Background: an optimization exercise with open tools, aiming at small area, a short achievable clock period and few clock cycles per item. Do not read the settings as production practice.

Design sha256_lane, start of the top module:
module sha256_lane (
    input  wire         clk,
    input  wire         rst,
    input  wire         in_valid,
    output wire         in_ready,
    input  wire [31:0]  in_data,
    input  wire         in_last,
    input  wire [2:0]   in_nbytes,
    output wire         out_valid,
    output wire [255:0] out_digest
);
clock: 10.0 ns
lec_check: 0
abc_area: 1
cap_margin: 30
core_margin: 2
core_utilization: 30
place_density: 0.55
setup_slack_margin: 5
slew_margin: 40
standard.sh (not shown) runs the stock make flow with config.mk's settings and CLKGATE_MAP_FILE= SYNTH_SCRIPT=/design/flow/synth_recipe.tcl, a recipe that flattens the netlist after the stock synthesis.
==> flow/flow/run.sh <==
#!/bin/bash
# Standard ORFS layout with two changes to how it is built:
#  - ports are buffered with the smallest buffer (buf_1) rather than the one
#    buffer_ports picks by default;
#  - clock tree synthesis inserts no dummy load cells and builds the tree
#    from clkbuf_4 and clkbuf_8 cells.
set -euo pipefail
export BUFFER_PORTS_ARGS="-buffer_cell sky130_fd_sc_hd__buf_1"
export CTS_ARGS="-sink_clustering_enable -repair_clock_nets -dont_use_dummy_load -buf_list {sky130_fd_sc_hd__clkbuf_4 sky130_fd_sc_hd__clkbuf_8}"
bash standard.sh > standard.log 2>&1
Change:
--- a/flow/design.v
+++ b/flow/design.v
@@ -88,18 +88,20 @@
     reg  [25:0] nblk;      
     reg  [5:0]  lenlo;     
     reg         bnd;       
     reg         fin;       
     reg         hadd;      
     reg         wrnd;      
     reg         sched;     
+    reg         fh62, fh63, fh0;   
     reg  [31:0] a, b, c, d, e, f, g, hh;
     reg  [31:0] p;                       
     reg  [31:0] wn;                      
     reg  [31:0] w [1:15];                
+    reg  [31:0] xa, xe;                  
     reg  [31:0] ra0, ra1, ra2, ra3;      
     reg  [31:0] re0, re1, re2, re3;      
     wire fill     = (j[5:4] == 2'b00);           
     wire slot     = idle ? (sc == 2'd3) : (stc == 7'd119);
     wire want     = run ? (fill & ~fin) : slot;
     wire rdy      = want & inmsg;
     wire take_in  = rdy & in_valid;
@@ -146,46 +148,48 @@
         if (rst) begin
             run_n  = 1'b0;
             idle_n = 1'b1;
             j_n    = 6'd0;
         end
     end
     wire j_last = (j_n == 6'd0);
+    wire wrnd_n = run_n & (j_n != 6'd0) & (j_n <= 6'd16);
+    wire [31:0] w15_n = (take_in | take_pad) ? wordin : sched ? wn : w[1];
     wire [31:0] iva = (sc == 2'd0) ? IV3 : (sc == 2'd1) ? IV2 : (sc == 2'd2) ? IV1 : IV0;
     wire [31:0] ive = (sc == 2'd0) ? IV7 : (sc == 2'd1) ? IV6 : (sc == 2'd2) ? IV5 : IV4;
     wire [31:0] gop = bnd ? re1 : g;
     wire [31:0] s1  = rotr(e, 6) ^ rotr(e, 11) ^ rotr(e, 25);
     wire [31:0] ch  = (e & f) ^ (~e & g);
     wire [31:0] s0  = rotr(a, 2) ^ rotr(a, 13) ^ rotr(a, 22);
     wire [31:0] maj = (a & b) ^ (a & c) ^ (b & c);
-    wire [31:0] xa  = bnd ? (first ? IV0 : ra2) : wrnd ? w[15] : 32'd0;
-    wire [31:0] xe  = bnd ? (first ? IV4 : re2) : wrnd ? w[15] : 32'd0;
     wire [63:0] ca1 = csa(p, ch, s1);
     wire [63:0] ca2 = csa(xa, maj, s0);
     wire [63:0] ca3 = csa(ca1[63:32], ca1[31:0], ca2[63:32]);
     wire [63:0] ca4 = csa(ca3[63:32], ca3[31:0], ca2[31:0]);
     wire [31:0] a_rnd = ca4[63:32] + ca4[31:0];
     wire [63:0] ce1 = csa(p, xe, d);
     wire [63:0] ce2 = csa(ce1[63:32], ce1[31:0], ch);
     wire [63:0] ce3 = csa(ce2[63:32], ce2[31:0], s1);
     wire [31:0] e_rnd = ce3[63:32] + ce3[31:0];
-    wire [31:0] ivA = (j == 6'd62) ? IV3 : (j == 6'd63) ? IV2 : IV1;
-    wire [31:0] ivE = (j == 6'd62) ? IV7 : (j == 6'd63) ? IV6 : IV5;
-    wire [31:0] addA = bkadd((hadd & first) ? ivA : ra3, hadd ? a : 32'd0);
-    wire [31:0] addE = bkadd((hadd & first) ? ivE : re3, hadd ? e : 32'd0);
+    wire [31:0] opA  = fh62 ? IV3 : fh63 ? IV2 : fh0 ? IV1 : ra3;
+    wire [31:0] opE  = fh62 ? IV7 : fh63 ? IV6 : fh0 ? IV5 : re3;
+    wire [31:0] addA = bkadd(opA, hadd ? a : 32'd0);
+    wire [31:0] addE = bkadd(opE, hadd ? e : 32'd0);
     wire [31:0] ws0 = rotr(w[2], 7) ^ rotr(w[2], 18) ^ (w[2] >> 3);
     wire [31:0] ws1 = rotr(w[15], 17) ^ rotr(w[15], 19) ^ (w[15] >> 10);
     wire [63:0] wn_c1 = csa(ws1, w[10], ws0);
     wire [63:0] wn_cs = csa(wn_c1[63:32], wn_c1[31:0], w[1]);
     wire [63:0] p_cs  = csa(gop, kconst(j), fill ? 32'd0 : wn);
     integer i;
     always @(posedge clk) begin
         for (i = 1; i < 15; i = i + 1)
             w[i] <= w[i + 1];
-        w[15] <= (take_in | take_pad) ? wordin : sched ? wn : w[1];
+        w[15] <= w15_n;
+        xa    <= (run_n & j_last) ? (first ? IV0 : ra1) : wrnd_n ? w15_n : 32'd0;
+        xe    <= (run_n & j_last) ? (first ? IV4 : re1) : wrnd_n ? w15_n : 32'd0;
         wn    <= bkadd(wn_cs[63:32], wn_cs[31:0]);
         p     <= bkadd(p_cs[63:32], p_cs[31:0]);
         if (idle) begin
             {a, b, c, d, e, f, g, hh} <= {iva, a, b, c, ive, e, f, g};
         end else if (!run) begin
             {a, b, c, d, e, f, g, hh} <= {hh, a, b, c, d, e, f, g};
         end else if (bnd) begin
@@ -197,16 +201,19 @@
         re0 <= addE;  re1 <= re0;  re2 <= re1;  re3 <= bnd ? e_rnd : re2;
         stc   <= (run | stc == 7'd119) ? 7'd0 : stc + 7'd1;
         run   <= run_n;
         idle  <= idle_n;
         j     <= j_n;
         bnd   <= run_n & j_last;
         hadd  <= run_n & (j_last | j_n == 6'd62 | j_n == 6'd63);
-        wrnd  <= run_n & (j_n != 6'd0) & (j_n <= 6'd16);
+        wrnd  <= wrnd_n;
         sched <= run_n & (j_n[5:4] != 2'b00);
+        fh62  <= run_n & first & (j_n == 6'd62);
+        fh63  <= run_n & first & (j_n == 6'd63);
+        fh0   <= run_n & first & j_last;
         if (rst) begin
             sc      <= 2'd0;
             inmsg   <= 1'b1;
             need80  <= 1'b0;
             lenok   <= 1'b0;
             lastblk <= 1'b0;
             first   <= 1'b1;
Outcome: The new run passed the timing, DRC and antenna checks. Setup slack improves by 0.018 ns. Wire length is lower by 0.60%. Via count stays flat. Fmax is higher by 0.36%. Die area is higher by 2.0%. Non-clock buffer count is lower by 37. Critical path depth is lower by 8. Core utilization is lower by 0.91 points. Clock-buffer cell count is lower by 3. Global-route usage is lower by 0.63 points. Hold slack degrades by 0.028 ns. Final area is about the same.
No functional check of the RTL was part of any run of this note.

[what the ideal ports hide]
The flow's constraints put no driver on any port. The routed layouts listed below were extracted and timed again, unchanged, in two steps. Step 1: set_driving_cell puts a clkbuf_16 on clk and a buf_2 on each other input, an assumption about the parent block. Step 2 moves the port delays by t, midway between the first and last clock arrival at a register: inputs arrive t later, outputs are due t later. That takes back most of the time a late clock gives input paths. Slacks: ideal ports / drivers / drivers and shift; pairs: ideal ports / drivers.
run | t (ns) | setup WS [ns] | worst setup path after step 2 | worst data-port slew with drivers (ns)
the first run | 1.010 | 5.066 / 5.021 / 4.303 | input to register | 0.07
the second run | 1.010 | 5.084 / 5.084 / 4.282 | input to register | 0.04
After both steps setup and hold are still met in every run listed. For the second run, which loses most, drivers alone change the setup slack by 0.000 ns; drivers and shift together by -0.802 ns.
